This design comes from an exercise in tuning for small area on the open sky130 flow, not from production work.
No run shown here included a check of the RTL's function; only the layout flow was run.
Power is estimated from default activity; no workload was simulated.

`design/flow/config.mk`:
```
export PLATFORM = sky130hd
export DESIGN_NAME = vdx_istore_ecc
export DESIGN_NICKNAME = vdx_istore_ecc
export VERILOG_FILES = /design/flow/design.v
export SDC_FILE = /design/flow/constraint.sdc
export NUM_CORES = 4
export LEC_CHECK = 0
export CAP_MARGIN = 20
export CORE_MARGIN = 2
export CORE_UTILIZATION = 35
export SLEW_MARGIN = 20
```
`design/flow/constraint.sdc`:
```
create_clock -name core_clock -period 8.0 [get_ports {clk}]
set_input_delay 1.6000 -clock core_clock [delete_from_list [all_inputs] [get_ports {clk}]]
set_output_delay 1.6000 -clock core_clock [all_outputs]
set_load 0.01 [all_outputs]
```
`design/flow/design.v`:
```
`default_nettype none
module vdx_istore_ecc (
    input  wire          clk,
    input  wire          rst,
    input  wire          wr_valid,
    input  wire [79:0]   wr_data,
    output reg           enc_valid,
    output reg  [7:0]    enc_chk,
    input  wire [3:0]    rd_valid,
    input  wire [351:0]  rd_word,
    output reg  [3:0]    chk_valid,
    output reg  [7:0]    chk_status,
    output reg  [319:0]  chk_data,
    output wire [3:0]    wb_valid,
    output reg  [31:0]   wb_chk,
    input  wire          cnt_clr,
    output reg  [15:0]   ce_cnt
);
    wire [7:0] wr_chk;
    vdx_enc u_enc (.d(wr_data), .c(wr_chk));
    always @(posedge clk) begin
        enc_valid <= wr_valid & ~rst;
        enc_chk   <= wr_chk;
    end
    reg [3:0]   s1_valid;
    reg [351:0] s1_word;
    always @(posedge clk) begin
        s1_valid <= rd_valid & {4{~rst}};
        s1_word  <= rd_word;
    end
    genvar g, k;
    generate
        for (g = 0; g < 4; g = g + 1) begin : g_lane
            wire [87:0] w = s1_word[g*88 +: 88];
            wire [6:0]  s;
            wire        p;
            vdx_syn u_syn (.w(w), .s(s), .p(p));
            wire nz   = |s;
            wire big  = s[6] & (s[5] | (s[4] & s[3]));    
            wire [1:0] status = {(p ^ nz) | (p & big), nz};
            wire [7:0]  lo;
            wire [10:0] hi;
            wire [87:0] hit;
            for (k = 0; k < 8; k = k + 1) begin : g_lo
                assign lo[k] = (s[2:0] == k);
            end
            for (k = 0; k < 11; k = k + 1) begin : g_hi
                assign hi[k] = p & (s[6:3] == k);
            end
            for (k = 0; k < 88; k = k + 1) begin : g_hit
                assign hit[k] = hi[k / 8] & lo[k % 8];
            end
            wire [79:0] data;
            wire [7:0]  chk;
            assign data[0] = w[0] ^ hit[3];
            assign data[1] = w[1] ^ hit[5];
            assign data[2] = w[2] ^ hit[6];
            assign data[3] = w[3] ^ hit[7];
            assign data[4] = w[4] ^ hit[9];
            assign data[5] = w[5] ^ hit[10];
            assign data[6] = w[6] ^ hit[11];
            assign data[7] = w[7] ^ hit[12];
            assign data[8] = w[8] ^ hit[13];
            assign data[9] = w[9] ^ hit[14];
            assign data[10] = w[10] ^ hit[15];
            assign data[11] = w[11] ^ hit[17];
            assign data[12] = w[12] ^ hit[18];
            assign data[13] = w[13] ^ hit[19];
            assign data[14] = w[14] ^ hit[20];
            assign data[15] = w[15] ^ hit[21];
            assign data[16] = w[16] ^ hit[22];
            assign data[17] = w[17] ^ hit[23];
            assign data[18] = w[18] ^ hit[24];
            assign data[19] = w[19] ^ hit[25];
            assign data[20] = w[20] ^ hit[26];
            assign data[21] = w[21] ^ hit[27];
            assign data[22] = w[22] ^ hit[28];
            assign data[23] = w[23] ^ hit[29];
            assign data[24] = w[24] ^ hit[30];
            assign data[25] = w[25] ^ hit[31];
            assign data[26] = w[26] ^ hit[33];
            assign data[27] = w[27] ^ hit[34];
            assign data[28] = w[28] ^ hit[35];
            assign data[29] = w[29] ^ hit[36];
            assign data[30] = w[30] ^ hit[37];
            assign data[31] = w[31] ^ hit[38];
            assign data[32] = w[32] ^ hit[39];
            assign data[33] = w[33] ^ hit[40];
            assign data[34] = w[34] ^ hit[41];
            assign data[35] = w[35] ^ hit[42];
            assign data[36] = w[36] ^ hit[43];
            assign data[37] = w[37] ^ hit[44];
            assign data[38] = w[38] ^ hit[45];
            assign data[39] = w[39] ^ hit[46];
            assign data[40] = w[40] ^ hit[47];
            assign data[41] = w[41] ^ hit[48];
            assign data[42] = w[42] ^ hit[49];
            assign data[43] = w[43] ^ hit[50];
            assign data[44] = w[44] ^ hit[51];
            assign data[45] = w[45] ^ hit[52];
            assign data[46] = w[46] ^ hit[53];
            assign data[47] = w[47] ^ hit[54];
            assign data[48] = w[48] ^ hit[55];
            assign data[49] = w[49] ^ hit[56];
            assign data[50] = w[50] ^ hit[57];
            assign data[51] = w[51] ^ hit[58];
            assign data[52] = w[52] ^ hit[59];
            assign data[53] = w[53] ^ hit[60];
            assign data[54] = w[54] ^ hit[61];
            assign data[55] = w[55] ^ hit[62];
            assign data[56] = w[56] ^ hit[63];
            assign data[57] = w[57] ^ hit[65];
            assign data[58] = w[58] ^ hit[66];
            assign data[59] = w[59] ^ hit[67];
            assign data[60] = w[60] ^ hit[68];
            assign data[61] = w[61] ^ hit[69];
            assign data[62] = w[62] ^ hit[70];
            assign data[63] = w[63] ^ hit[71];
            assign data[64] = w[64] ^ hit[72];
            assign data[65] = w[65] ^ hit[73];
            assign data[66] = w[66] ^ hit[74];
            assign data[67] = w[67] ^ hit[75];
            assign data[68] = w[68] ^ hit[76];
            assign data[69] = w[69] ^ hit[77];
            assign data[70] = w[70] ^ hit[78];
            assign data[71] = w[71] ^ hit[79];
            assign data[72] = w[72] ^ hit[80];
            assign data[73] = w[73] ^ hit[81];
            assign data[74] = w[74] ^ hit[82];
            assign data[75] = w[75] ^ hit[83];
            assign data[76] = w[76] ^ hit[84];
            assign data[77] = w[77] ^ hit[85];
            assign data[78] = w[78] ^ hit[86];
            assign data[79] = w[79] ^ hit[87];
            assign chk = w[87:80] ^ {hit[0], hit[64], hit[32], hit[16],
                                     hit[8], hit[4], hit[2], hit[1]};
            always @(posedge clk) begin
                chk_valid[g]         <= s1_valid[g] & ~rst;
                chk_status[g*2 +: 2] <= status;
                chk_data[g*80 +: 80] <= data;
                wb_chk[g*8 +: 8]     <= chk;
            end
            assign wb_valid[g] = chk_valid[g] &
                                 (chk_status[g*2] ^ chk_status[g*2+1]);
        end
    endgenerate
    wire [2:0]  n_wb = {2'd0, wb_valid[0]} + {2'd0, wb_valid[1]} +
                       {2'd0, wb_valid[2]} + {2'd0, wb_valid[3]};
    wire [16:0] cnt_sum = {1'b0, ce_cnt} + {14'd0, n_wb};
    always @(posedge clk) begin
        if (rst || cnt_clr)
            ce_cnt <= 16'd0;
        else
            ce_cnt <= cnt_sum[15:0] | {16{cnt_sum[16]}};
    end
endmodule
module vdx_syn (
    input  wire [87:0] w,
    output wire [6:0]  s,
    output wire        p
);
    wire x0 = w[87] ^ w[80];
    wire x1 = w[81] ^ w[0];
    wire x2 = w[80] ^ w[0];
    wire x3 = x0 ^ x1;
    wire x4 = w[82] ^ w[1];
    wire x5 = w[2] ^ w[3];
    wire x6 = w[1] ^ w[3];
    wire x7 = x4 ^ x5;
    wire x8 = x2 ^ x6;
    wire x9 = x1 ^ x5;
    wire x10 = x3 ^ x7;
    wire x11 = w[83] ^ w[4];
    wire x12 = w[5] ^ w[6];
    wire x13 = w[4] ^ w[6];
    wire x14 = x11 ^ x12;
    wire x15 = w[7] ^ w[8];
    wire x16 = w[9] ^ w[10];
    wire x17 = w[8] ^ w[10];
    wire x18 = x15 ^ x16;
    wire x19 = x13 ^ x17;
    wire x20 = x12 ^ x16;
    wire x21 = x14 ^ x18;
    wire x22 = x8 ^ x19;
    wire x23 = x9 ^ x20;
    wire x24 = x7 ^ x18;
    wire x25 = x10 ^ x21;
    wire x26 = w[84] ^ w[11];
    wire x27 = w[12] ^ w[13];
    wire x28 = w[11] ^ w[13];
    wire x29 = x26 ^ x27;
    wire x30 = w[14] ^ w[15];
    wire x31 = w[16] ^ w[17];
    wire x32 = w[15] ^ w[17];
    wire x33 = x30 ^ x31;
    wire x34 = x28 ^ x32;
    wire x35 = x27 ^ x31;
    wire x36 = x29 ^ x33;
    wire x37 = w[18] ^ w[19];
    wire x38 = w[20] ^ w[21];
    wire x39 = w[19] ^ w[21];
    wire x40 = x37 ^ x38;
    wire x41 = w[22] ^ w[23];
    wire x42 = w[24] ^ w[25];
    wire x43 = w[23] ^ w[25];
    wire x44 = x41 ^ x42;
    wire x45 = x39 ^ x43;
    wire x46 = x38 ^ x42;
    wire x47 = x40 ^ x44;
    wire x48 = x34 ^ x45;
    wire x49 = x35 ^ x46;
    wire x50 = x33 ^ x44;
    wire x51 = x36 ^ x47;
    wire x52 = x22 ^ x48;
    wire x53 = x23 ^ x49;
    wire x54 = x24 ^ x50;
    wire x55 = x21 ^ x47;
    wire x56 = x25 ^ x51;
    wire x57 = w[85] ^ w[26];
    wire x58 = w[27] ^ w[28];
    wire x59 = w[26] ^ w[28];
    wire x60 = x57 ^ x58;
    wire x61 = w[29] ^ w[30];
    wire x62 = w[31] ^ w[32];
    wire x63 = w[30] ^ w[32];
    wire x64 = x61 ^ x62;
    wire x65 = x59 ^ x63;
    wire x66 = x58 ^ x62;
    wire x67 = x60 ^ x64;
    wire x68 = w[33] ^ w[34];
    wire x69 = w[35] ^ w[36];
    wire x70 = w[34] ^ w[36];
    wire x71 = x68 ^ x69;
    wire x72 = w[37] ^ w[38];
    wire x73 = w[39] ^ w[40];
    wire x74 = w[38] ^ w[40];
    wire x75 = x72 ^ x73;
    wire x76 = x70 ^ x74;
    wire x77 = x69 ^ x73;
    wire x78 = x71 ^ x75;
    wire x79 = x65 ^ x76;
    wire x80 = x66 ^ x77;
    wire x81 = x64 ^ x75;
    wire x82 = x67 ^ x78;
    wire x83 = w[41] ^ w[42];
    wire x84 = w[43] ^ w[44];
    wire x85 = w[42] ^ w[44];
    wire x86 = x83 ^ x84;
    wire x87 = w[45] ^ w[46];
    wire x88 = w[47] ^ w[48];
    wire x89 = w[46] ^ w[48];
    wire x90 = x87 ^ x88;
    wire x91 = x85 ^ x89;
    wire x92 = x84 ^ x88;
    wire x93 = x86 ^ x90;
    wire x94 = w[49] ^ w[50];
    wire x95 = w[51] ^ w[52];
    wire x96 = w[50] ^ w[52];
    wire x97 = x94 ^ x95;
    wire x98 = w[53] ^ w[54];
    wire x99 = w[55] ^ w[56];
    wire x100 = w[54] ^ w[56];
    wire x101 = x98 ^ x99;
    wire x102 = x96 ^ x100;
    wire x103 = x95 ^ x99;
    wire x104 = x97 ^ x101;
    wire x105 = x91 ^ x102;
    wire x106 = x92 ^ x103;
    wire x107 = x90 ^ x101;
    wire x108 = x93 ^ x104;
    wire x109 = x79 ^ x105;
    wire x110 = x80 ^ x106;
    wire x111 = x81 ^ x107;
    wire x112 = x78 ^ x104;
    wire x113 = x82 ^ x108;
    wire x114 = x52 ^ x109;
    wire x115 = x53 ^ x110;
    wire x116 = x54 ^ x111;
    wire x117 = x55 ^ x112;
    wire x118 = x51 ^ x108;
    wire x119 = x56 ^ x113;
    wire x120 = w[86] ^ w[57];
    wire x121 = w[58] ^ w[59];
    wire x122 = w[57] ^ w[59];
    wire x123 = x120 ^ x121;
    wire x124 = w[60] ^ w[61];
    wire x125 = w[62] ^ w[63];
    wire x126 = w[61] ^ w[63];
    wire x127 = x124 ^ x125;
    wire x128 = x122 ^ x126;
    wire x129 = x121 ^ x125;
    wire x130 = x123 ^ x127;
    wire x131 = w[64] ^ w[65];
    wire x132 = w[66] ^ w[67];
    wire x133 = w[65] ^ w[67];
    wire x134 = x131 ^ x132;
    wire x135 = w[68] ^ w[69];
    wire x136 = w[70] ^ w[71];
    wire x137 = w[69] ^ w[71];
    wire x138 = x135 ^ x136;
    wire x139 = x133 ^ x137;
    wire x140 = x132 ^ x136;
    wire x141 = x134 ^ x138;
    wire x142 = x128 ^ x139;
    wire x143 = x129 ^ x140;
    wire x144 = x127 ^ x138;
    wire x145 = x130 ^ x141;
    wire x146 = w[72] ^ w[73];
    wire x147 = w[74] ^ w[75];
    wire x148 = w[73] ^ w[75];
    wire x149 = x146 ^ x147;
    wire x150 = w[76] ^ w[77];
    wire x151 = w[78] ^ w[79];
    wire x152 = w[77] ^ w[79];
    wire x153 = x150 ^ x151;
    wire x154 = x148 ^ x152;
    wire x155 = x147 ^ x151;
    wire x156 = x149 ^ x153;
    wire x157 = x142 ^ x154;
    wire x158 = x143 ^ x155;
    wire x159 = x144 ^ x153;
    wire x160 = x145 ^ x156;
    wire x161 = x114 ^ x157;
    wire x162 = x115 ^ x158;
    wire x163 = x116 ^ x159;
    wire x164 = x117 ^ x141;
    wire x165 = x118 ^ x156;
    wire x166 = x119 ^ x160;
    assign s[0] = x161;
    assign s[1] = x162;
    assign s[2] = x163;
    assign s[3] = x164;
    assign s[4] = x165;
    assign s[5] = x113;
    assign s[6] = x160;
    assign p = x166;
endmodule
module vdx_enc (
    input  wire [79:0] d,
    output wire [7:0]  c
);
    wire e0 = d[2] ^ d[3];
    wire e1 = d[1] ^ d[3];
    wire e2 = d[1] ^ e0;
    wire e3 = d[0] ^ e1;
    wire e4 = d[0] ^ e0;
    wire e5 = d[0] ^ e2;
    wire e6 = d[5] ^ d[6];
    wire e7 = d[4] ^ d[6];
    wire e8 = d[4] ^ e6;
    wire e9 = d[7] ^ d[8];
    wire e10 = d[9] ^ d[10];
    wire e11 = d[8] ^ d[10];
    wire e12 = e9 ^ e10;
    wire e13 = e7 ^ e11;
    wire e14 = e6 ^ e10;
    wire e15 = e8 ^ e12;
    wire e16 = e3 ^ e13;
    wire e17 = e4 ^ e14;
    wire e18 = e2 ^ e12;
    wire e19 = e5 ^ e15;
    wire e20 = d[12] ^ d[13];
    wire e21 = d[11] ^ d[13];
    wire e22 = d[11] ^ e20;
    wire e23 = d[14] ^ d[15];
    wire e24 = d[16] ^ d[17];
    wire e25 = d[15] ^ d[17];
    wire e26 = e23 ^ e24;
    wire e27 = e21 ^ e25;
    wire e28 = e20 ^ e24;
    wire e29 = e22 ^ e26;
    wire e30 = d[18] ^ d[19];
    wire e31 = d[20] ^ d[21];
    wire e32 = d[19] ^ d[21];
    wire e33 = e30 ^ e31;
    wire e34 = d[22] ^ d[23];
    wire e35 = d[24] ^ d[25];
    wire e36 = d[23] ^ d[25];
    wire e37 = e34 ^ e35;
    wire e38 = e32 ^ e36;
    wire e39 = e31 ^ e35;
    wire e40 = e33 ^ e37;
    wire e41 = e27 ^ e38;
    wire e42 = e28 ^ e39;
    wire e43 = e26 ^ e37;
    wire e44 = e29 ^ e40;
    wire e45 = e16 ^ e41;
    wire e46 = e17 ^ e42;
    wire e47 = e18 ^ e43;
    wire e48 = e15 ^ e40;
    wire e49 = e19 ^ e44;
    wire e50 = d[27] ^ d[28];
    wire e51 = d[26] ^ d[28];
    wire e52 = d[26] ^ e50;
    wire e53 = d[29] ^ d[30];
    wire e54 = d[31] ^ d[32];
    wire e55 = d[30] ^ d[32];
    wire e56 = e53 ^ e54;
    wire e57 = e51 ^ e55;
    wire e58 = e50 ^ e54;
    wire e59 = e52 ^ e56;
    wire e60 = d[33] ^ d[34];
    wire e61 = d[35] ^ d[36];
    wire e62 = d[34] ^ d[36];
    wire e63 = e60 ^ e61;
    wire e64 = d[37] ^ d[38];
    wire e65 = d[39] ^ d[40];
    wire e66 = d[38] ^ d[40];
    wire e67 = e64 ^ e65;
    wire e68 = e62 ^ e66;
    wire e69 = e61 ^ e65;
    wire e70 = e63 ^ e67;
    wire e71 = e57 ^ e68;
    wire e72 = e58 ^ e69;
    wire e73 = e56 ^ e67;
    wire e74 = e59 ^ e70;
    wire e75 = d[41] ^ d[42];
    wire e76 = d[43] ^ d[44];
    wire e77 = d[42] ^ d[44];
    wire e78 = e75 ^ e76;
    wire e79 = d[45] ^ d[46];
    wire e80 = d[47] ^ d[48];
    wire e81 = d[46] ^ d[48];
    wire e82 = e79 ^ e80;
    wire e83 = e77 ^ e81;
    wire e84 = e76 ^ e80;
    wire e85 = e78 ^ e82;
    wire e86 = d[49] ^ d[50];
    wire e87 = d[51] ^ d[52];
    wire e88 = d[50] ^ d[52];
    wire e89 = e86 ^ e87;
    wire e90 = d[53] ^ d[54];
    wire e91 = d[55] ^ d[56];
    wire e92 = d[54] ^ d[56];
    wire e93 = e90 ^ e91;
    wire e94 = e88 ^ e92;
    wire e95 = e87 ^ e91;
    wire e96 = e89 ^ e93;
    wire e97 = e83 ^ e94;
    wire e98 = e84 ^ e95;
    wire e99 = e82 ^ e93;
    wire e100 = e85 ^ e96;
    wire e101 = e71 ^ e97;
    wire e102 = e72 ^ e98;
    wire e103 = e73 ^ e99;
    wire e104 = e70 ^ e96;
    wire e105 = e74 ^ e100;
    wire e106 = e45 ^ e101;
    wire e107 = e46 ^ e102;
    wire e108 = e47 ^ e103;
    wire e109 = e48 ^ e104;
    wire e110 = e44 ^ e100;
    wire e111 = e49 ^ e105;
    wire e112 = d[58] ^ d[59];
    wire e113 = d[57] ^ d[59];
    wire e114 = d[57] ^ e112;
    wire e115 = d[60] ^ d[61];
    wire e116 = d[62] ^ d[63];
    wire e117 = d[61] ^ d[63];
    wire e118 = e115 ^ e116;
    wire e119 = e113 ^ e117;
    wire e120 = e112 ^ e116;
    wire e121 = e114 ^ e118;
    wire e122 = d[64] ^ d[65];
    wire e123 = d[66] ^ d[67];
    wire e124 = d[65] ^ d[67];
    wire e125 = e122 ^ e123;
    wire e126 = d[68] ^ d[69];
    wire e127 = d[70] ^ d[71];
    wire e128 = d[69] ^ d[71];
    wire e129 = e126 ^ e127;
    wire e130 = e124 ^ e128;
    wire e131 = e123 ^ e127;
    wire e132 = e125 ^ e129;
    wire e133 = e119 ^ e130;
    wire e134 = e120 ^ e131;
    wire e135 = e118 ^ e129;
    wire e136 = e121 ^ e132;
    wire e137 = d[72] ^ d[73];
    wire e138 = d[74] ^ d[75];
    wire e139 = d[73] ^ d[75];
    wire e140 = e137 ^ e138;
    wire e141 = d[76] ^ d[77];
    wire e142 = d[78] ^ d[79];
    wire e143 = d[77] ^ d[79];
    wire e144 = e141 ^ e142;
    wire e145 = e139 ^ e143;
    wire e146 = e138 ^ e142;
    wire e147 = e140 ^ e144;
    wire e148 = e133 ^ e145;
    wire e149 = e134 ^ e146;
    wire e150 = e135 ^ e144;
    wire e151 = e136 ^ e147;
    wire e152 = e106 ^ e148;
    wire e153 = e107 ^ e149;
    wire e154 = e108 ^ e150;
    wire e155 = e109 ^ e132;
    wire e156 = e110 ^ e147;
    wire e157 = e111 ^ e151;
    wire ep0 = e157 ^ e152;
    wire ep1 = ep0 ^ e153;
    wire ep2 = ep1 ^ e154;
    wire ep3 = ep2 ^ e155;
    wire ep4 = ep3 ^ e156;
    wire ep5 = ep4 ^ e105;
    wire ep6 = ep5 ^ e151;
    assign c[0] = e152;
    assign c[1] = e153;
    assign c[2] = e154;
    assign c[3] = e155;
    assign c[4] = e156;
    assign c[5] = e105;
    assign c[6] = e151;
    assign c[7] = ep6;
endmodule
`default_nettype wire
```
`design/flow/run.sh`:
```
#!/bin/bash
# synth_recipe.tcl (not shown) runs the flow's synth.tcl, then flattens the netlist and writes it again
# the make line also repeats each setting of config.mk as NAME=value (left out here)
make -C /OpenROAD-flow-scripts/flow DESIGN_CONFIG=/design/flow/config.mk WORK_HOME=/design/flow/orfs CLKGATE_MAP_FILE= SYNTH_SCRIPT=/design/flow/synth_recipe.tcl finish
```
==> results.sh, run 1 <==
export IMPL_rows=106
export IMPL_stdcell_area_um2=41900
export IMPL_async_flop_share=0
export IMPL_root_buffer="clkbuf_16"
export IMPL_max_freq_mhz=260
export IMPL_yosys_warnings=1
export IMPL_internal_power_mw=9.60
export IMPL_worstPathRequired_ps=8510
export IMPL_dp_final_hpwl_um=81800
export IMPL_cts_max_path_buffers=3
export IMPL_die_area_um2=86600
export IMPL_tightestPinTransition_ps=1130
export IMPL_vias=20800
export IMPL_critPathLaunchType="input port"
export IMPL_post_cts_buffers=0
export IMPL_antenna_found_initial=17
export IMPL_cap_violations=0
export IMPL_final_setup_viol_count=0
export IMPL_pwr_share_seq=0.259
export IMPL_swShare=0.439
export IMPL_cts_hold_buf=0
export IMPL_multi_input_area_um2=14100
export IMPL_nFillCells=7660
export IMPL_cts_max_level=3
export IMPL_drcViolationCount=0
export IMPL_dr_pass1_iters=5
export IMPL_grt_pass1_wl_um=145000
export IMPL_utilization=0.501
export IMPL_power_switching_mw=7.50
export IMPL_grt_max_degree=33
export IMPL_nNetsFinal=3856
export IMPL_p_comb_frac=0.507
export IMPL_path_common_cell="xnor2_1"
export IMPL_drive_gt1_frac=0.0642
export IMPL_die_w_um=294
export IMPL_syn_avg_cell_area_um2=11.5
export IMPL_cts_buffers=83
export IMPL_tritoncts="built"
export IMPL_slew_viol_final=0
export IMPL_syn_nets=3010
export IMPL_grt_usage=0.232
export IMPL_critPathKind="input port to register"
export IMPL_slowest_delay_ps=540
export IMPL_endpoint_kind="register"
export IMPL_post_drt_wl_per_cell_um=22.8
export IMPL_cts_resized=0
export IMPL_finalCritPeriodShare=0.481
export IMPL_synth_seq_area_share=0.506
export IMPL_ys_flop_type="dfxtp_1"
export IMPL_initialDrtViolationCount=929
export IMPL_placed_area_um2=39000
export IMPL_routed_wl_um=104000
export IMPL_clock_latency_ps=630
export IMPL_placed_cells=4406
export IMPL_instances_no_fill=4564
export IMPL_port_buffers=832
export IMPL_ir_worst_vdd_uv=375
export IMPL_clk_pin_slew_ps=60
export IMPL_cp_slowest_cell="xor2_1"
export IMPL_clock_sinks=745
export IMPL_fin_skew_ps=32.0
export IMPL_core_area_um2=83600
export IMPL_start_util=0.353
export IMPL_leakagePower_nw=15.2
export IMPL_power_mw=17.1
export IMPL_worstPathCellList="clkdlybuf4s50_1, xnor2_1, xnor2_1, xor2_1, xnor2_1, xnor2_1, xnor2_1, xnor2_1, xnor3_1"
export IMPL_worst_path_max_fanout=2
export IMPL_rsz0062_at_grt="no"
export IMPL_clkPwrFrac=0.234
export IMPL_grt_pass1_vias=21200
export IMPL_whs_ps=423
export IMPL_power_density_nw_per_um2=408
export IMPL_hold_violations=0
export IMPL_seqCellArea_um2=14900
export IMPL_min_path_type="register to register"
export IMPL_status="finished clean"
export IMPL_pre_cts_ws_ps=3440
export IMPL_area_growth_syn_to_layout_pct=42.0
export IMPL_synth_cell_type_count=46
export IMPL_fin_crit_ps=3850
export IMPL_gr_total_overflow=0
export IMPL_pin_count=833
export IMPL_syn_inst=2566
export IMPL_syn_area_um2=29500
export IMPL_slew_limit_headroom=0.245
export IMPL_timing_final_ws_setup_ps=4150
export IMPL_synth_ff_latch_count=745
export IMPL_synth_edf_count=0
export IMPL_gp_congestion=0.847
export IMPL_fp_dieH_um=294
export IMPL_critical_path_arrival_ps=4360
export IMPL_viasPerCell=4.56
export IMPL_setup_tns_ps=0
export IMPL_ant_nets=0
routing by layer:
layer / routed length [um] / global-route usage / vias to the layer above
met3: 8410 / 0.0625 / 131
met2: 51600 / 0.406 / 813
li1: - / - / 9953
met5: 79 / 0 / -
met4: 2290 / 0.0613 / 12
met1: 41500 / 0.278 / 9919
area by class of cell:
cell class | count | area share
Antenna cell | 9 | 0.000538
Clock buffer | 107 | 0.0547
Clock inverter | 41 | 0.0142
Inverter | 12 | 0.00108
Multi-Input combinational cell | 1702 | 0.336
Sequential cell | 745 | 0.356
Tap cell | 1080 | 0.0323
Timing Repair Buffer | 868 | 0.205
critical path: cells and delay by family:
kind	cells	cell delay, ps
XOR/XNOR	8	2290
buffers and inverters	1	450
power by group through the flow:
stage / Clock, mW / Sequential (mW) / Combinational (mW)
floorplan: 0 / 4.58 / 5.26
detailed placement: 0 / 4.52 / 8.60
CTS: 4.07 / 4.44 / 8.64
finish: 4.00 / 4.43 / 8.66
global route: 4.24 / 4.47 / 9.12
global placement: 0 / 4.52 / 8.61
state kept, by name, indices dropped and copies added (netlist names):
| name | flops |
|---|---|
| chk_valid | 4 |
| s1_valid | 4 |
| s1_word | 352 |
| ce_cnt | 16 |
| chk_status | 8 |
| wb_chk | 32 |
| chk_data | 320 |
| enc_valid | 1 |
| enc_chk | 8 |
worst paths after layout:
path	start	to	slack, ps	cells past startpoint
max	wr_data[25]	enc_chk[7]	4150	9
min	s1_valid[0]	chk_valid[0]	420	1
max reg2reg	s1_word[34]	chk_status[0]	4270	8
min reg2reg	s1_valid[0]	chk_valid[0]	420	1
logic make-up (layout without fill, tap and decap cells):
| family | count (synthesis) | in the layout | synth area share |
|---|---|---|---|
| compound gates | 59 | 59 | 0.0129 |
| xor+xnor | 1165 | 1165 | 0.374 |
| fa+ha+maj | 4 | 4 | 0.00246 |
| buf+inv | 119 | 1028 | 0.0204 |
| flops | 745 | 745 | 0.506 |
| mux | 1 | 1 | 0.000340 |
| other cells | 0 | 9 | 0 |
| simple gates | 473 | 473 | 0.0839 |
synthesized netlist by cell type, types with 3 or more instances:
master / count / area [um2]
nand2b_1: 4 / 25.0
clkbuf_1: 23 / 86.3
nand3_1: 388 / 1940
nand2_1: 11 / 41.3
nor2_1: 15 / 56.3
or3_1: 4 / 25.0
xor2_1: 103 / 902
fa_1: 3 / 60.1
buf_2: 62 / 310
a21boi_1: 6 / 45.0
nor3b_2: 8 / 100
and2_1: 6 / 37.5
xnor2_1: 998 / 8740
xor3_1: 14 / 333
buf_4: 20 / 150
nand4_1: 5 / 31.3
xnor3_1: 36 / 811
inv_1: 12 / 45.0
a21oi_1: 32 / 160
xnor2_2: 11 / 179
dfxtp_1: 745 / 14900
a21oi_2: 5 / 43.8
nor2b_1: 16 / 100
and3_1: 4 / 25.0
a21o_1: 3 / 22.5
cells in the final DEF (no fill, tap or decap), types with 6 or more instances in the layout:
master           instances
xnor2_1                998
clkdlybuf4s50_1        832
dfxtp_1                745
nand3_1                388
xor2_1                 103
clkbuf_16               84
xnor3_1                 36
buf_4                   35
a21oi_1                 22
nor2b_1                 16
clkinv_2                16
a21oi_2                 15
xor3_1                  14
nor2_1                  14
clkbuf_1                13
inv_1                   12
xnor2_2                 11
nand2_1                 11
bufinv_16               11
clkbuf_8                10
diode_2                  9
nor3b_2                  6
==> inputs of run 2 (changes only) <==
--- a/design/flow/config.mk
+++ b/design/flow/config.mk
@@ -7,5 +7,6 @@
 export LEC_CHECK = 0
 export CAP_MARGIN = 20
 export CORE_MARGIN = 2
-export CORE_UTILIZATION = 35
+export CORE_UTILIZATION = 55
+export CTS_BUF_LIST = sky130_fd_sc_hd__clkbuf_2 sky130_fd_sc_hd__clkbuf_4
 export SLEW_MARGIN = 20
==> run 2 against run 1 <==
Clock skew is 34 ps higher. Register-to-register slack better by 60 ps. Routed wire length is 1.9% higher. Power is 6.7% lower. Still clean. Maximum frequency is 7.1% lower.
==> results.sh, run 2 <==
export IMPL_status="finished clean"
export IMPL_grt_usage=0.376
export IMPL_cp_slowest_cell="clkdlybuf4s50_1"
export IMPL_dr_pass1_iters=7
export IMPL_rows=84
export IMPL_synth_cell_type_count=46
export IMPL_final_setup_viol_count=0
export IMPL_power_switching_mw=7.22
export IMPL_viasPerCell=5.18
export IMPL_leakagePower_nw=15.2
export IMPL_yosys_area_share_simple=0.0839
export IMPL_setup_tns_ps=0
export IMPL_grt_pass1_vias=23700
export IMPL_instances_no_fill=4370
export IMPL_nNetsFinal=3965
export IMPL_worstPathCellList="xor2_1, nand2_1, inv_1, clkdlybuf4s50_1"
export IMPL_synth_edf_count=0
export IMPL_syn_nets=3010
export IMPL_cts_hold_buf=0
export IMPL_ir_worst_vdd_uv=500
export IMPL_swShare=0.453
export IMPL_whs_ps=424
export IMPL_synth_area_top_cells="dfxtp_1 (51%), xnor2_1 (30%), nand3_1 (6.6%)"
export IMPL_root_buffer="clkbuf_4"
export IMPL_rr_endpoint="chk_data[210]"
export IMPL_cts_resized=0
export IMPL_r2r_slack_ps=4330
export IMPL_synth_most_common_cell="xnor2_1"
export IMPL_slowest_delay_ps=530
export IMPL_async_flop_share=0
export IMPL_layout_common_cells="xnor2_1 (998), clkdlybuf4s50_1 (832), dfxtp_1 (745), nand3_1 (388), clkbuf_4 (251)"
export IMPL_tightestPinTransition_ps=1160
export IMPL_drive_gt1_frac=0.0956
export IMPL_fin_skew_ps=65.7
export IMPL_power_mw=15.9
export IMPL_post_drt_wl_per_cell_um=24.2
export IMPL_cts_buffers=185
export IMPL_critPathBufInv=2
export IMPL_top_regs="s1_word (352), chk_data (320), wb_chk (32)"
export IMPL_synth_area_leader_cell="dfxtp_1"
export IMPL_pin_count=833
export IMPL_nFillCells=3545
export IMPL_yosys_top_cells_count="xnor2_1 (998), dfxtp_1 (745), nand3_1 (388)"
export IMPL_area_growth_syn_to_layout_pct=38.2
export IMPL_yosys_warnings=1
export IMPL_slew_limit_headroom=0.225
export IMPL_ys_flop_type="dfxtp_1"
export IMPL_slew_viol_final=0
export IMPL_rsz0062_at_grt="no"
export IMPL_synthAdderAreaFrac=0.00246
export IMPL_placed_cells=4022
export IMPL_internal_power_mw=8.72
export IMPL_gr_total_overflow=0
export IMPL_fin_crit_ps=4150
export IMPL_die_w_um=236
export IMPL_ant_nets=0
export IMPL_synth_xor_area_share=0.374
export IMPL_stdcell_area_um2=40800
export IMPL_critPathKind="register to output pin"
export IMPL_clk_pin_slew_ps=60
export IMPL_synth_top_family_by_area="XOR/XNOR gates"
export IMPL_syn_area_um2=29500
export IMPL_cap_violations=0
export IMPL_whs_endpoint="chk_valid[1]"
export IMPL_min_path_type="register to register"
export IMPL_post_cts_buffers=0
export IMPL_synthMuxAreaShare=0.000339
export IMPL_initialDrtViolationCount=1618
export IMPL_cts_max_path_buffers=3
export IMPL_routed_wl_um=106000
export IMPL_clock_latency_ps=1060
export IMPL_power_density_nw_per_um2=391
export IMPL_vias=22600
export IMPL_holdCritStartpoint="s1_valid[1]"
export IMPL_core_area_um2=52800
export IMPL_hold_path_depth=1
export IMPL_clock_sinks=745
export IMPL_critical_path_arrival_ps=2550
export IMPL_layout_commonest_cell="xnor2_1"
export IMPL_synth_ff_latch_count=745
export IMPL_netlist_area_leader_share=0.506
export IMPL_fp_dieH_um=236
export IMPL_rr_startpoint="s1_word[214]"
export IMPL_cts_max_level=4
export IMPL_grt_max_degree=34
export IMPL_antenna_found_initial=30
export IMPL_drcViolationCount=0
export IMPL_max_freq_mhz=241
export IMPL_finalCritPeriodShare=0.518
export IMPL_synth_seq_area_share=0.506
export IMPL_p_comb_frac=0.531
export IMPL_multi_input_area_um2=14000
export IMPL_seqCellArea_um2=14900
export IMPL_worstPathRequired_ps=6400
export IMPL_synth_compound_area_frac=0.0129
export IMPL_start_util=0.559
export IMPL_clkPwrFrac=0.191
export IMPL_tritoncts="built"
export IMPL_syn_inst=2566
export IMPL_dp_final_hpwl_um=82800
export IMPL_path_delay_family="buffers and inverters"
export IMPL_largest_reg_flops=352
export IMPL_worst_path_max_fanout=2
export IMPL_top_register="s1_word"
export IMPL_die_area_um2=55500
export IMPL_hold_violations=0
export IMPL_syn_avg_cell_area_um2=11.5
export IMPL_pwr_share_seq=0.278
export IMPL_critPathLaunchType="register"
export IMPL_grt_pass1_wl_um=153000
export IMPL_gp_congestion=0.922
export IMPL_port_buffers=832
export IMPL_endpoint_kind="output pin"
export IMPL_placed_area_um2=38500
export IMPL_worst_r2r_path_depth=9
-- run 2: changes by cell type in the layout (fill, tap and decap cells not counted), moves of 13 or more --
cell       delta
clkbuf_16    -84
clkbuf_1     -13
clkbuf_4    +251
clkinv_2     -13
diode_2      +23
clkinv_1     +48
-- run 2: worst register-to-register path, delay by kind of cell (launching register included) --
kind	cells	cell delay, ps
flip-flops	1	360
XOR/XNOR	6	1750
AND/OR/NAND/NOR	2	1040
buffers and inverters	1	400
-- run 2: worst max path at each step --
stage	start	to	slack, ps	cells past startpoint
after floorplan	wr_data[3]	enc_chk[7]	4500	7
after global placement	wr_data[79]	enc_chk[7]	3390	8
after detailed placement	wr_data[79]	enc_chk[7]	3370	8
after CTS	chk_status[5]	wb_valid[2]	3750	4
after global routing	chk_status[5]	wb_valid[2]	3750	4
final	chk_status[5]	wb_valid[2]	3850	4
-- run 2: logic make-up after synthesis --
logic type | after synthesis
compound gates | 59
mux | 1
fa+ha+maj | 4
xor+xnor | 1165
buf+inv | 119
flops | 745
simple gates | 473
-- run 2: metrics by stage --
step | util | setup WS (ps)
final | 0.773 | 3850
after global routing | 0.772 | 3750
after global placement | 0.729 | 3390
after floorplan | - | 4500
after detailed placement | 0.729 | 3370
after CTS | 0.771 | 3750
-- run 2: layout make-up --
cell class	instances	share of cell area
Clock inverter	65	0.00764
Tap cell	688	0.0211
Clock buffer	251	0.0462
Multi-Input combinational cell	1702	0.344
Timing Repair Buffer	875	0.212
Inverter	12	0.00111
Antenna cell	32	0.00196
Sequential cell	745	0.366
-- run 2: power by group through the flow --
| stage | Sequential (mW) | Combinational (mW) | Clock [mW] |
|---|---|---|---|
| floorplan | 4.58 | 5.26 | 0 |
| global placement | 4.50 | 8.09 | 0 |
| detailed placement | 4.51 | 8.24 | 0 |
| CTS | 4.43 | 8.29 | 3.09 |
| global route | 4.46 | 8.79 | 3.28 |
| finish | 4.44 | 8.47 | 3.04 |
-- run 2: per-layer routing --
layer	track usage	vias up	part of all wire
met1	0.405	10800	0.35
met2	0.633	1225	0.49
met4	0.250	12	0.066
li1	-	10300	-
met3	0.122	291	0.098
met5	0	-	0.00077
==> inputs of run 3 (changes only) <==
==> design/flow/flow/run.sh (new file) <==
#!/bin/bash
# The standard layout (the standard.sh, standard synthesis unchanged),
# with two changes:
#  - the port buffers that buffer_ports inserts on every input and output
#    are buf_1 instead of the default cell;
#  - clock tree synthesis uses larger sink clusters of clkbuf_8 and no
#    dummy loads.
set -euo pipefail
CTS="-sink_clustering_enable -repair_clock_nets -dont_use_dummy_load"
CTS="$CTS -buf_list {${CTS_BUFS:-sky130_fd_sc_hd__clkbuf_8}}"
CTS="$CTS -sink_clustering_size ${CTS_SIZE:-20} -sink_clustering_max_diameter ${CTS_DIAM:-60}"
bash standard.sh \
  "BUFFER_PORTS_ARGS=-buffer_cell sky130_fd_sc_hd__buf_1" \
  "CTS_ARGS=$CTS" \
  finish > standard.log 2>&1
==> design/flow/standard.sh (new file) <==
#!/bin/bash
# synth_recipe.tcl (not shown) runs the flow's synth.tcl, then flattens the netlist and writes it again
# the make line also repeats each setting of config.mk as NAME=value (left out here)
make -C /OpenROAD-flow-scripts/flow DESIGN_CONFIG=/design/flow/config.mk WORK_HOME=/design/flow/orfs CLKGATE_MAP_FILE= SYNTH_SCRIPT=/design/flow/synth_recipe.tcl "${@:-finish}"
==> design/flow/config.mk (replaced) <==
export PLATFORM = sky130hd
export DESIGN_NAME = vdx_istore_ecc
export DESIGN_NICKNAME = vdx_istore_ecc
export VERILOG_FILES = /design/flow/design.v
export SDC_FILE = /design/flow/constraint.sdc
export NUM_CORES = 4
export LEC_CHECK = 0
export ABC_AREA = 1
export CAP_MARGIN = 20
export CORE_MARGIN = 2
export CORE_UTILIZATION = 60
export SLEW_MARGIN = 20
removed: design/flow/run.sh
==> run 3 against run 2 <==
Still clean on timing, DRC and antenna. Die area grew 18%. Synthesized area grew 29%. Critical path depth grew 15. Sequential share of layout area shrank 1.3 points. Global-route usage shrank 2.3 points. Critical path type is now register to register.
==> results.sh, run 3 <==
export IMPL_drcViolationCount=0
export IMPL_final_setup_viol_count=0
export IMPL_path_common_cell="inv_1"
export IMPL_cts_resized=0
export IMPL_fp_dieH_um=256
export IMPL_slew_viol_final=0
export IMPL_post_drt_wl_per_cell_um=17.2
export IMPL_leakagePower_nw=20.2
export IMPL_fin_crit_ps=3560
export IMPL_critical_path_arrival_ps=4160
export IMPL_cap_violations=0
export IMPL_die_area_um2=65500
export IMPL_largest_reg_flops=352
export IMPL_cts_max_level=2
export IMPL_rr_endpoint="ce_cnt[9]"
export IMPL_synth_cell_type_count=39
export IMPL_rows=92
export IMPL_endpoint_kind="register"
export IMPL_setup_tns_ps=0
export IMPL_holdCritStartpoint="s1_valid[2]"
export IMPL_async_flop_share=0
export IMPL_ys_flop_type="dfxtp_1"
export IMPL_finalCritPeriodShare=0.445
export IMPL_syn_avg_cell_area_um2=7.16
export IMPL_vias=35100
export IMPL_syn_nets=5770
export IMPL_gr_total_overflow=0
export IMPL_slowest_delay_ps=490
export IMPL_clock_latency_ps=730
export IMPL_rsz0062_at_grt="no"
export IMPL_hold_violations=0
export IMPL_critPathBufInv=5
export IMPL_tightestPinTransition_ps=1130
export IMPL_ir_worst_vdd_uv=185
export IMPL_rr_startpoint="chk_status[2]"
export IMPL_pin_count=833
export IMPL_gp_congestion=0.941
export IMPL_die_w_um=256
export IMPL_max_freq_mhz=281
export IMPL_internal_power_mw=5.72
export IMPL_synth_ff_latch_count=745
export IMPL_viasPerCell=5.05
export IMPL_dp_final_hpwl_um=96200
export IMPL_ant_nets=0
export IMPL_cts_hold_buf=0
export IMPL_path_delay_family="simple AND/OR/NAND/NOR gates"
export IMPL_slew_limit_headroom=0.245
export IMPL_grt_usage=0.353
export IMPL_worst_r2r_path_depth=19
export IMPL_synth_seq_area_share=0.391
export IMPL_synth_edf_count=0
export IMPL_clock_sinks=745
export IMPL_layout_common_cells="nand2_1 (2672), buf_1 (832), dfxtp_1 (745), xnor2_1 (337), inv_1 (293)"
export IMPL_cts_buffers=53
export IMPL_top_register="s1_word"
export IMPL_cp_startpoint="chk_status[2]"
export IMPL_min_path_type="register to register"
export IMPL_core_area_um2=63000
export IMPL_pwr_share_seq=0.420
export IMPL_post_cts_buffers=0
export IMPL_clkPwrFrac=0.174
export IMPL_port_buffers=832
export IMPL_power_density_nw_per_um2=238
export IMPL_power_switching_mw=4.35
export IMPL_syn_area_um2=38100
export IMPL_tritoncts="built"
export IMPL_cts_max_path_buffers=3
export IMPL_p_comb_frac=0.407
export IMPL_top_regs="s1_word (352), chk_data (320), wb_chk (32)"
export IMPL_worst_path_max_fanout=11
export IMPL_root_buffer="clkbuf_8"
export IMPL_hold_path_depth=2
export IMPL_initialDrtViolationCount=2415
export IMPL_r2r_slack_ps=4440
export IMPL_utilization=0.671
export IMPL_critPathKind="register to register"
export IMPL_whs_endpoint="chk_valid[2]"
export IMPL_critPathLaunchType="register"
export IMPL_whs_ps=401
export IMPL_area_growth_syn_to_layout_pct=10.9
export IMPL_cp_slowest_cell="fa_1"
export IMPL_grt_pass1_vias=32300
export IMPL_worstPathRequired_ps=8600
export IMPL_synth_most_common_cell="nand2_1"
export IMPL_fin_skew_ps=121
export IMPL_synth_area_top_cells="dfxtp_1 (39%), nand2_1 (26%), xnor2_1 (7.7%)"
export IMPL_grt_max_degree=23
export IMPL_grt_pass1_wl_um=180000
export IMPL_dr_pass1_iters=6
export IMPL_synth_area_leader_cell="dfxtp_1"
export IMPL_worstPathCellList="nand2_1, nand2_1, nor2_1, inv_1, fa_1, fa_1, inv_1, fa_1, nand2_1, nor2_1, nand3_1, nand3b_1, nor3_1, inv_1, nor2_1, nand2_1, inv_1, o21ai_0, inv_1"
export IMPL_netlist_area_leader_share=0.391
export IMPL_layout_commonest_cell="nand2_1"
export IMPL_swShare=0.432
export IMPL_nNetsFinal=6520
export IMPL_antenna_found_initial=24
export IMPL_clk_pin_slew_ps=110
export IMPL_yosys_top_cells_count="nand2_1 (2672), dfxtp_1 (745), xnor2_1 (337)"
export IMPL_path_depth=19
export IMPL_drive_gt1_frac=0.0446
export IMPL_yosys_warnings=1
export IMPL_syn_inst=5326
export IMPL_status="finished clean"
export IMPL_start_util=0.605
export IMPL_routed_wl_um=119000
run 3: cell types whose count changed after synthesis, moves of 41 or more:
cell / change
nor2_1: +67
xnor2_1: -661
nand2_1: +2661
nand3b_1: +291
inv_2: +42
xor2_1: +152
nand3_1: -165
inv_1: +281
nand2_2: +41
run 3: worst register-to-register path: cells and delay by family (launching register included):
kind,cells,cell delay [ps]
adders and majority gates,3,1070
buffers and inverters,5,520
DFF,1,340
AOI/OAI and AO/OA,1,90
and+or+nand+nor,10,1440
run 3: per-stage QoR:
| stage | power (mW) | worst slack [ps] | cell area (um2) | std cells |
|---|---|---|---|---|
| floorplan | 7.18 | 4720 | 38100 | 5326 |
| global placement | 8.23 | 4470 | 41500 | 6866 |
| detailed placement | 8.31 | 4420 | 41500 | 6866 |
| CTS | 10.0 | 4420 | 42200 | 6919 |
| global route | 10.7 | 4040 | 42300 | 6940 |
| finish | 10.1 | 4440 | 42300 | 6945 |
run 3: how the worst max path moves through the flow:
stage	endpoint	slack, ps
final	ce_cnt[9]	4440
after global routing	ce_cnt[11]	4040
after CTS	ce_cnt[9]	4420
after detailed placement	enc_chk[7]	4420
after global placement	enc_chk[7]	4470
after floorplan	ce_cnt[15]	4720
run 3: cell families (layout without fill, tap and decap cells):
| family | Yosys count | count (layout) | share of synthesized area |
|---|---|---|---|
| simple gates | 3424 | 3424 | 0.394 |
| flops | 745 | 745 | 0.391 |
| xor+xnor | 618 | 618 | 0.148 |
| buf+inv | 496 | 1244 | 0.0595 |
| compound gates | 39 | 39 | 0.00525 |
| fa+ha+maj | 4 | 4 | 0.00190 |
| other cells | 0 | 25 | 0 |
run 3: cell type report:
class | instances | area [um2]
antenna | 25 | 62.6
clock buffer | 53 | 729
fill | 5780 | 20700
inverter | 335 | 1260
multi-input combinational | 4085 | 20900
sequential | 745 | 14900
tap | 846 | 1060
timing repair buffer | 856 | 3310
run 3: power by group through the flow:
stage          Sequential, mW  Combinational [mW]  Clock [mW]
2_1_floorplan            4.28                2.90           0
4_1_cts                  4.22                4.03        1.78
6_report                 4.22                4.09        1.75
3_3_place_gp             4.30                3.93           0
5_1_grt                  4.25                4.50        1.91
3_5_place_dp             4.30                4.01           0
run 3: routing by layer:
layer | wire length [um] | share of wire | vias to the layer above | GRT usage
li1 | - | - | 17700 | -
met1 | 47900 | 0.40 | 16000 | 0.430
met2 | 56100 | 0.47 | 1181 | 0.601
met3 | 9050 | 0.076 | 257 | 0.0591
met4 | 6260 | 0.052 | 8 | 0.181
met5 | 55 | 0.00046 | - | 0
==> inputs of run 4 (changes only) <==
--- a/design/flow/flow/run.sh
+++ b/design/flow/flow/run.sh
@@ -8,7 +8,7 @@
 set -euo pipefail
 CTS="-sink_clustering_enable -repair_clock_nets -dont_use_dummy_load"
 CTS="$CTS -buf_list {${CTS_BUFS:-sky130_fd_sc_hd__clkbuf_8}}"
-CTS="$CTS -sink_clustering_size ${CTS_SIZE:-20} -sink_clustering_max_diameter ${CTS_DIAM:-60}"
+CTS="$CTS -sink_clustering_size ${CTS_SIZE:-15} -sink_clustering_max_diameter ${CTS_DIAM:-50}"
 bash standard.sh \
   "BUFFER_PORTS_ARGS=-buffer_cell sky130_fd_sc_hd__buf_1" \
   "CTS_ARGS=$CTS" \
--- a/design/flow/config.mk
+++ b/design/flow/config.mk
@@ -5,7 +5,6 @@
 export SDC_FILE = /design/flow/constraint.sdc
 export NUM_CORES = 4
 export LEC_CHECK = 0
-export ABC_AREA = 1
 export CAP_MARGIN = 20
 export CORE_MARGIN = 2
 export CORE_UTILIZATION = 60
==> run 4 against run 3 <==
The run now fails in 3_2_place_iop. Synthesized cell count fell by 52%. Synthesized area fell by 23%.
==> results.sh, run 4 <==
export IMPL_status="stopped before the end"
export IMPL_failed_stage="3_2_place_iop"
export IMPL_error="[ERROR PPL-0024] Number of IO pins (833) exceeds maximum number of available positions (810). Increase the die perimeter from 902.70um to 1132.88um."
export IMPL_async_flop_share=0
export IMPL_rows=81
export IMPL_syn_inst=2566
export IMPL_syn_area_um2=29500
export IMPL_netlist_area_leader_share=0.506
export IMPL_syn_nets=3010
export IMPL_yosys_top_cells_count="xnor2_1 (998), dfxtp_1 (745), nand3_1 (388)"
export IMPL_die_w_um=226
export IMPL_synth_area_leader_cell="dfxtp_1"
export IMPL_synth_cell_type_count=46
export IMPL_synth_edf_count=0
export IMPL_fp_dieH_um=226
export IMPL_synth_seq_area_share=0.506
export IMPL_syn_avg_cell_area_um2=11.5
export IMPL_synth_ff_latch_count=745
export IMPL_ys_flop_type="dfxtp_1"
export IMPL_synth_area_top_cells="dfxtp_1 (51%), xnor2_1 (30%), nand3_1 (6.6%)"
export IMPL_yosys_warnings=1
export IMPL_start_util=0.605
export IMPL_synth_most_common_cell="xnor2_1"
## run 4: cell types whose count changed after synthesis, sizes merged, moves of 24 or more
cell / before / now
nand2: 2722 / 11
xnor2: 359 / 1009
inv: 335 / 12
nand3b: 291 / 0
xor2: 259 / 104
nand3: 237 / 388
nor2: 140 / 17
buf: 155 / 83
xnor3: 0 / 36
a21oi: 11 / 37
o21ai: 26 / 2
## run 4: cells by family after synthesis
| group | synth area share |
|---|---|
| muxes | 0.000340 |
| DFF | 0.506 |
| xor gates and xnor gates | 0.374 |
| adders and majority gates | 0.00246 |
| buffers and inverters | 0.0204 |
| and+or+nand+nor | 0.0839 |
| AOI/OAI and AO/OA | 0.0129 |
==> inputs of run 5 (changes only) <==
--- a/design/flow/config.mk
+++ b/design/flow/config.mk
@@ -6,6 +6,6 @@
 export NUM_CORES = 4
 export LEC_CHECK = 0
 export CAP_MARGIN = 20
-export CORE_MARGIN = 2
-export CORE_UTILIZATION = 60
+export CORE_AREA = 2 2.72 438 129.28
+export DIE_AREA = 0 0 440 132
 export SLEW_MARGIN = 20
==> run 5 against run 4 <==
The run now finishes clean. Synthesized area unchanged. Synthesized cell count is the same.
==> results.sh, run 5 <==
export IMPL_top_regs="s1_word (352), chk_data (320), wb_chk (32)"
export IMPL_fin_skew_ps=25.0
export IMPL_layout_common_cells="xnor2_1 (998), buf_1 (832), dfxtp_1 (745), nand3_1 (388), xor2_1 (103)"
export IMPL_placed_cells=4068
export IMPL_synth_cell_type_count=46
export IMPL_grt_usage=0.304
export IMPL_netlist_area_leader_share=0.506
export IMPL_port_buffers=832
export IMPL_die_area_um2=58100
export IMPL_area_growth_syn_to_layout_pct=15.7
export IMPL_async_flop_share=0
export IMPL_synth_area_top_cells="dfxtp_1 (51%), xnor2_1 (30%), nand3_1 (6.6%)"
export IMPL_fin_crit_ps=3830
export IMPL_critPathLaunchType="register"
export IMPL_viasPerCell=5.01
export IMPL_clock_sinks=745
export IMPL_post_drt_wl_per_cell_um=22.1
export IMPL_whs_endpoint="chk_valid[3]"
export IMPL_clock_latency_ps=690
export IMPL_slowest_delay_ps=820
export IMPL_clk_pin_slew_ps=110
export IMPL_ant_nets=0
export IMPL_max_freq_mhz=261
export IMPL_finalCritPeriodShare=0.479
export IMPL_rsz0062_at_grt="no"
export IMPL_ir_worst_vdd_uv=546
export IMPL_initialDrtViolationCount=1582
export IMPL_dr_pass1_iters=5
export IMPL_syn_avg_cell_area_um2=11.5
export IMPL_synth_area_leader_cell="dfxtp_1"
export IMPL_synth_edf_count=0
export IMPL_worstPathCellList="xnor2_1, xnor2_1, xnor2_1, xnor3_1, xnor2_1, a21oi_1, buf_4, nand2_1, or3_1"
export IMPL_top_register="s1_word"
export IMPL_layout_commonest_cell="xnor2_1"
export IMPL_worstPathRequired_ps=8560
export IMPL_root_buffer="clkbuf_8"
export IMPL_rr_startpoint="s1_word[159]"
export IMPL_synth_seq_area_share=0.506
export IMPL_leakagePower_nw=11.9
export IMPL_gr_total_overflow=0
export IMPL_hold_violations=0
export IMPL_slew_limit_headroom=0.234
export IMPL_tightestPinTransition_ps=1150
export IMPL_critPathKind="register to register"
export IMPL_slew_viol_final=0
export IMPL_grt_max_degree=34
export IMPL_routed_wl_um=91100
export IMPL_rr_endpoint="chk_status[2]"
export IMPL_gp_congestion=0.939
export IMPL_yosys_top_cells_count="xnor2_1 (998), dfxtp_1 (745), nand3_1 (388)"
export IMPL_synth_ff_latch_count=745
export IMPL_grt_pass1_vias=20400
export IMPL_cap_violations=0
export IMPL_status="finished clean"
export IMPL_final_setup_viol_count=0
export IMPL_syn_nets=3010
export IMPL_setup_tns_ps=0
export IMPL_instances_no_fill=4130
export IMPL_start_util=0.541
export IMPL_min_path_type="register to register"
export IMPL_worst_path_max_fanout=7
export IMPL_path_common_cell="xnor2_1"
export IMPL_cts_max_path_buffers=3
export IMPL_holdCritStartpoint="s1_valid[3]"
export IMPL_cp_startpoint="s1_word[159]"
export IMPL_vias=20700
export IMPL_cp_slowest_cell="a21oi_1"
export IMPL_ys_flop_type="dfxtp_1"
export IMPL_antenna_found_initial=8
export IMPL_hold_path_depth=1
export IMPL_power_density_nw_per_um2=419
export IMPL_tritoncts="built"
export IMPL_nNetsFinal=3825
export IMPL_grt_pass1_wl_um=131000
export IMPL_drcViolationCount=0
export IMPL_rows=46
export IMPL_drive_gt1_frac=0.0408
export IMPL_r2r_slack_ps=4170
export IMPL_dp_final_hpwl_um=71800
export IMPL_die_w_um=440
export IMPL_fp_dieH_um=132
export IMPL_cts_hold_buf=0
export IMPL_post_cts_buffers=0
export IMPL_critical_path_arrival_ps=4390
export IMPL_syn_area_um2=29500
export IMPL_largest_reg_flops=352
export IMPL_cts_resized=0
export IMPL_worst_r2r_path_depth=9
export IMPL_syn_inst=2566
export IMPL_pin_count=833
export IMPL_cts_buffers=55
export IMPL_yosys_warnings=1
export IMPL_endpoint_kind="register"
export IMPL_synth_most_common_cell="xnor2_1"
export IMPL_cts_max_level=2
export IMPL_core_area_um2=54500
==> run 5: cell counts after synthesis <==
No cell type changed its count.
==> run 5: metrics by stage <==
stage | util | setup slack [ps] | power, mW | hold WS [ps] | area [um2]
5_1_grt | 0.626 | 4010 | 15.0 | 467 | 34100
2_1_floorplan | - | 4500 | 9.84 | 414 | 29500
6_report | 0.626 | 4170 | 14.3 | 448 | 34100
3_3_place_gp | 0.611 | 4010 | 12.3 | 416 | 33300
3_5_place_dp | 0.611 | 3930 | 12.4 | 424 | 33300
4_1_cts | 0.625 | 4210 | 14.2 | 449 | 34100
==> run 5: critical path, delay by kind of cell (launching register included) <==
kind	cells	cell delay, ps
and+or+nand+nor	2	410
xor gates and xnor gates	5	1670
DFF	1	490
AOI/OAI and AO/OA	1	820
buffers and inverters	1	320
==> run 5: area by class of cell <==
class,instances,area (um2)
diodes,7,17.5
clock buffers,55,757
fillers,4803,20400
inverters,12,45.0
multi-input cells,1702,14100
flip-flops and latches,745,14900
well taps,744,931
repair buffers,865,3380
==> run 5: metal layers <==
layer,part of all wire,track usage
met2,0.45,0.471
met1,0.46,0.444
met5,0,0
met3,0.067,0.0478
met4,0.022,0.0740
==> run 5: worst max path at each step <==
stage | endpoint | depth (start not counted)
final | chk_status[2] | 9
after global routing | chk_status[3] | 9
after CTS | chk_status[2] | 9
after detailed placement | enc_chk[7] | 8
after global placement | enc_chk[7] | 8
after floorplan | enc_chk[7] | 7
==> run 5: where the power goes <==
group / switching (mW) / leakage, nW / internal [mW]
registers: 0.246 / 6.28 / 4.15
logic: 5.60 / 5.27 / 2.50
clock network: 1.19 / 0.395 / 0.615
==> run 5: cells by family (layout without fill, tap and decap cells) <==
logic type      after synthesis  count (layout)  synth area share
xor+xnor                   1165            1165             0.374
fa+ha+maj                     4               4           0.00246
compound gates               59              59            0.0129
buf+inv                     119             932            0.0204
flops                       745             745             0.506
other cells                   0               7                 0
mux                           1               1          0.000340
simple gates                473             473            0.0839
==> inputs of run 6 (changes only) <==
--- a/design/flow/flow/run.sh
+++ b/design/flow/flow/run.sh
@@ -7,8 +7,8 @@
 #    dummy loads.
 set -euo pipefail
 CTS="-sink_clustering_enable -repair_clock_nets -dont_use_dummy_load"
-CTS="$CTS -buf_list {${CTS_BUFS:-sky130_fd_sc_hd__clkbuf_8}}"
-CTS="$CTS -sink_clustering_size ${CTS_SIZE:-15} -sink_clustering_max_diameter ${CTS_DIAM:-50}"
+CTS="$CTS -buf_list {${CTS_BUFS:-sky130_fd_sc_hd__clkbuf_4 sky130_fd_sc_hd__clkbuf_8}}"
+CTS="$CTS -sink_clustering_size ${CTS_SIZE:-12} -sink_clustering_max_diameter ${CTS_DIAM:-45}"
 bash standard.sh \
   "BUFFER_PORTS_ARGS=-buffer_cell sky130_fd_sc_hd__buf_1" \
   "CTS_ARGS=$CTS" \
--- a/design/flow/config.mk
+++ b/design/flow/config.mk
@@ -6,6 +6,6 @@
 export NUM_CORES = 4
 export LEC_CHECK = 0
 export CAP_MARGIN = 20
-export CORE_AREA = 2 2.72 438 129.28
-export DIE_AREA = 0 0 440 132
+export CORE_MARGIN = 2
+export CORE_UTILIZATION = 65
 export SLEW_MARGIN = 20
==> run 6 against run 5 <==
The run now fails in 3_2_place_iop. Synthesized area did not move. Synthesized cell count unchanged.
==> results.sh, run 6 <==
export IMPL_synth_seq_area_share=0.506
export IMPL_rows=78
export IMPL_fp_dieH_um=217
export IMPL_syn_area_um2=29500
export IMPL_syn_inst=2566
export IMPL_synth_area_top_cells="dfxtp_1 (51%), xnor2_1 (30%), nand3_1 (6.6%)"
export IMPL_async_flop_share=0
export IMPL_yosys_warnings=1
export IMPL_error="[ERROR PPL-0024] Number of IO pins (833) exceeds maximum number of available positions (780). Increase the die perimeter from 867.92um to 1132.88um."
export IMPL_die_w_um=217
export IMPL_failed_stage="3_2_place_iop"
export IMPL_syn_avg_cell_area_um2=11.5
export IMPL_synth_cell_type_count=46
export IMPL_synth_edf_count=0
export IMPL_syn_nets=3010
export IMPL_start_util=0.654
export IMPL_synth_area_leader_cell="dfxtp_1"
export IMPL_yosys_top_cells_count="xnor2_1 (998), dfxtp_1 (745), nand3_1 (388)"
export IMPL_ys_flop_type="dfxtp_1"
export IMPL_netlist_area_leader_share=0.506
export IMPL_synth_most_common_cell="xnor2_1"
export IMPL_status="stopped before the end"
export IMPL_synth_ff_latch_count=745
[run 6: cell counts after synthesis]
No cell type changed its count.
[run 6: kinds of logic after synthesis]
logic type	count (synthesis)	share of synthesized area
and+or+nand+nor	473	0.0839
buffers and inverters	119	0.0204
AOI/OAI and AO/OA	59	0.0129
xor gates and xnor gates	1165	0.374
DFF	745	0.506
muxes	1	0.000340
adders and majority gates	4	0.00246
==> inputs of run 7 (changes only) <==
--- a/design/flow/config.mk
+++ b/design/flow/config.mk
@@ -6,6 +6,6 @@
 export NUM_CORES = 4
 export LEC_CHECK = 0
 export CAP_MARGIN = 20
-export CORE_MARGIN = 2
-export CORE_UTILIZATION = 65
+export CORE_AREA = 2 2.72 498 109.52
+export DIE_AREA = 0 0 500 112
 export SLEW_MARGIN = 20
==> run 7 against run 6 <==
Now clean on timing, DRC and antenna. Synthesized area unchanged. Synthesized cell count unchanged.
==> results.sh, run 7 <==
export IMPL_status="finished clean"
export IMPL_utilization=0.653
export IMPL_routed_wl_um=77000
export IMPL_tritoncts="built"
export IMPL_worst_path_max_fanout=2
export IMPL_cts_buffers=72
export IMPL_rr_startpoint="s1_word[77]"
export IMPL_met1Wirelength_um=31900
export IMPL_synth_cell_type_count=46
export IMPL_multi_input_area_um2=14000
export IMPL_gp_congestion=0.867
export IMPL_yosys_warnings=1
export IMPL_endpoint_kind="output pin"
export IMPL_synth_ff_latch_count=745
export IMPL_syn_inst=2566
export IMPL_seqCellArea_um2=14900
export IMPL_syn_area_um2=29500
export IMPL_drive_gt1_frac=0.0450
export IMPL_core_area_um2=52600
export IMPL_cts_hold_buf=0
export IMPL_fp_dieH_um=112
export IMPL_async_flop_share=0
export IMPL_viasPerCell=4.91
export IMPL_holdCritStartpoint="s1_valid[1]"
export IMPL_port_buffers=832
export IMPL_area_growth_syn_to_layout_pct=16.4
export IMPL_highest_layer="met4"
export IMPL_power_switching_mw=6.66
export IMPL_top_regs="s1_word (352), chk_data (320), wb_chk (32)"
export IMPL_ir_worst_vdd_uv=380
export IMPL_pin_count=833
export IMPL_slew_limit_headroom=0.283
export IMPL_layout_common_cells="xnor2_1 (998), buf_1 (832), dfxtp_1 (745), nand3_1 (388), xor2_1 (103)"
export IMPL_clock_sinks=745
export IMPL_clk_pin_slew_ps=80
export IMPL_critical_path_arrival_ps=2260
export IMPL_dr_wl_met3_um=3590
export IMPL_worst_r2r_path_depth=9
export IMPL_top_register="s1_word"
export IMPL_die_w_um=500
export IMPL_start_util=0.561
export IMPL_die_area_um2=56000
export IMPL_ant_nets=0
export IMPL_synth_area_top_cells="dfxtp_1 (51%), xnor2_1 (30%), nand3_1 (6.6%)"
export IMPL_swShare=0.470
export IMPL_dr_wl_met2_um=39700
export IMPL_root_buffer="clkbuf_8"
export IMPL_cts_max_path_buffers=3
export IMPL_final_setup_viol_count=0
export IMPL_fin_crit_ps=3860
export IMPL_synth_seq_area_share=0.506
export IMPL_syn_nets=3010
export IMPL_hold_path_depth=1
export IMPL_grt_pass1_vias=20900
export IMPL_post_cts_buffers=0
export IMPL_fin_skew_ps=59.7
export IMPL_slew_viol_final=0
export IMPL_grt_pass1_wl_um=115000
export IMPL_grt_max_degree=33
export IMPL_drcViolationCount=0
export IMPL_largest_reg_flops=352
export IMPL_max_freq_mhz=259
export IMPL_cts_max_level=3
export IMPL_tightestPinTransition_ps=1080
export IMPL_whs_endpoint="chk_valid[1]"
export IMPL_ys_flop_type="dfxtp_1"
export IMPL_clock_latency_ps=680
export IMPL_num_antenna_cells=0
export IMPL_initialDrtViolationCount=1364
export IMPL_p_comb_frac=0.546
export IMPL_rr_endpoint="chk_data[75]"
export IMPL_vias=20200
export IMPL_critPathLaunchType="register"
export IMPL_min_path_type="register to register"
export IMPL_dr_pass1_iters=6
export IMPL_worstPathRequired_ps=6400
export IMPL_synth_most_common_cell="xnor2_1"
export IMPL_critPathKind="register to output pin"
export IMPL_post_drt_wl_per_cell_um=18.7
export IMPL_antenna_found_initial=0
export IMPL_synth_edf_count=0
export IMPL_dp_final_hpwl_um=58700
export IMPL_clkPwrFrac=0.144
export IMPL_rsz0062_at_grt="no"
export IMPL_cap_violations=0
export IMPL_gr_total_overflow=0
export IMPL_cts_resized=0
export IMPL_internal_power_mw=7.49
export IMPL_nFillCells=4430
export IMPL_syn_avg_cell_area_um2=11.5
export IMPL_r2r_slack_ps=4180
export IMPL_setup_tns_ps=0
export IMPL_grt_usage=0.269
export IMPL_power_density_nw_per_um2=412
export IMPL_netlist_area_leader_share=0.506
export IMPL_rows=39
export IMPL_synth_area_leader_cell="dfxtp_1"
export IMPL_finalCritPeriodShare=0.483
export IMPL_nNetsFinal=3846
export IMPL_leakagePower_nw=12.1
export IMPL_yosys_top_cells_count="xnor2_1 (998), dfxtp_1 (745), nand3_1 (388)"
export IMPL_pwr_share_seq=0.310
export IMPL_hold_violations=0
export IMPL_layout_commonest_cell="xnor2_1"
-- run 7: power groups by stage --
| stage | clock (mW) | sequential (mW) | combinational [mW] |
|---|---|---|---|
| 5_1_grt | 2.25 | 4.42 | 8.21 |
| 2_1_floorplan | 0 | 4.58 | 5.26 |
| 3_3_place_gp | 0 | 4.47 | 7.38 |
| 4_1_cts | 2.09 | 4.39 | 7.62 |
| 3_5_place_dp | 0 | 4.47 | 7.59 |
| 6_report | 2.04 | 4.38 | 7.73 |
-- run 7: stage by stage --
step	cells	hold slack [ps]	worst slack, ps	power (mW)	area, um2
6_report	4117	445	4140	14.2	34300
5_1_grt	4117	454	4010	14.9	34300
4_1_cts	4117	448	4130	14.1	34300
3_5_place_dp	4045	437	4080	12.1	33300
3_3_place_gp	4042	418	4130	11.8	33300
2_1_floorplan	2566	414	4500	9.84	29500
-- run 7: cell families after synthesis --
group,synth area share
buffers and inverters,0.0204
XOR/XNOR,0.374
multiplexers,0.000340
adder cells (fa/ha/maj),0.00246
flip-flops,0.506
AO/OA/AOI/OAI,0.0129
AND/OR/NAND/NOR,0.0839
-- run 7: area by class of cell --
cell class | instances | area share
Multi-Input combinational cell | 1702 | 0.409
Sequential cell | 745 | 0.435
Clock buffer | 72 | 0.0289
Timing Repair Buffer | 869 | 0.0998
Inverter | 12 | 0.00131
Tap cell | 717 | 0.0261
-- run 7: worst max-delay path by stage --
stage                   from            to  slack (ps)  cells after the start
2_1_floorplan     wr_data[3]    enc_chk[7]        4500                      7
3_3_place_gp      wr_data[3]    enc_chk[7]        4130                      8
3_5_place_dp      wr_data[3]    enc_chk[7]        4080                      8
4_1_cts        chk_status[5]   wb_valid[2]        4130                      4
5_1_grt          s1_word[77]  chk_data[59]        4010                      9
6_report       chk_status[5]   wb_valid[2]        4140                      4
-- run 7: layer usage --
layer,vias to the layer above,global-route usage
met5,-,0
met4,0,0.0735
met3,124,0.0469
met2,494,0.489
met1,9782,0.329
li1,9834,-
-- run 7: worst max-delay path, stage by stage (launching register included) --
cell	delay (ps)
dfxtp_1	380
xor2_1	620
nand2_1	330
inv_1	110
buf_1	150

-- separate check: timing with driven ports --
In the flow no input, the clock included, has a driving cell. The finished layouts below were timed again as built, in two steps. Step 1 assumes that a clkbuf_16 drives the clock port and a buf_2 every other input. Step 2, shift: input delay + t, output delay - t, t = (earliest + latest rising clock arrival at the registers) / 2. This alone moves slack from input paths to output paths. Three values: no drivers, after step 1, after step 2; two values: the first two.
| run | t, ns | setup slack, ns | cell pins on the clock port's net |
|---|---|---|---|
| run 1 | 0.686 | 4.151 / 4.196 / 3.510 | 1 |
| run 2 | 1.091 | 3.854 / 3.795 / 3.356 | 1 |
| run 3 | 0.736 | 4.437 / 4.437 / 4.296 | 1 |
| run 5 | 0.746 | 4.168 / 4.168 / 3.876 | 1 |
| run 7 | 0.720 | 4.138 / 4.071 / 4.036 | 1 |
After both steps every run listed still meets setup and hold. For run 1, which loses most, drivers alone change the setup slack by +0.045 ns; drivers and shift together by -0.641 ns.
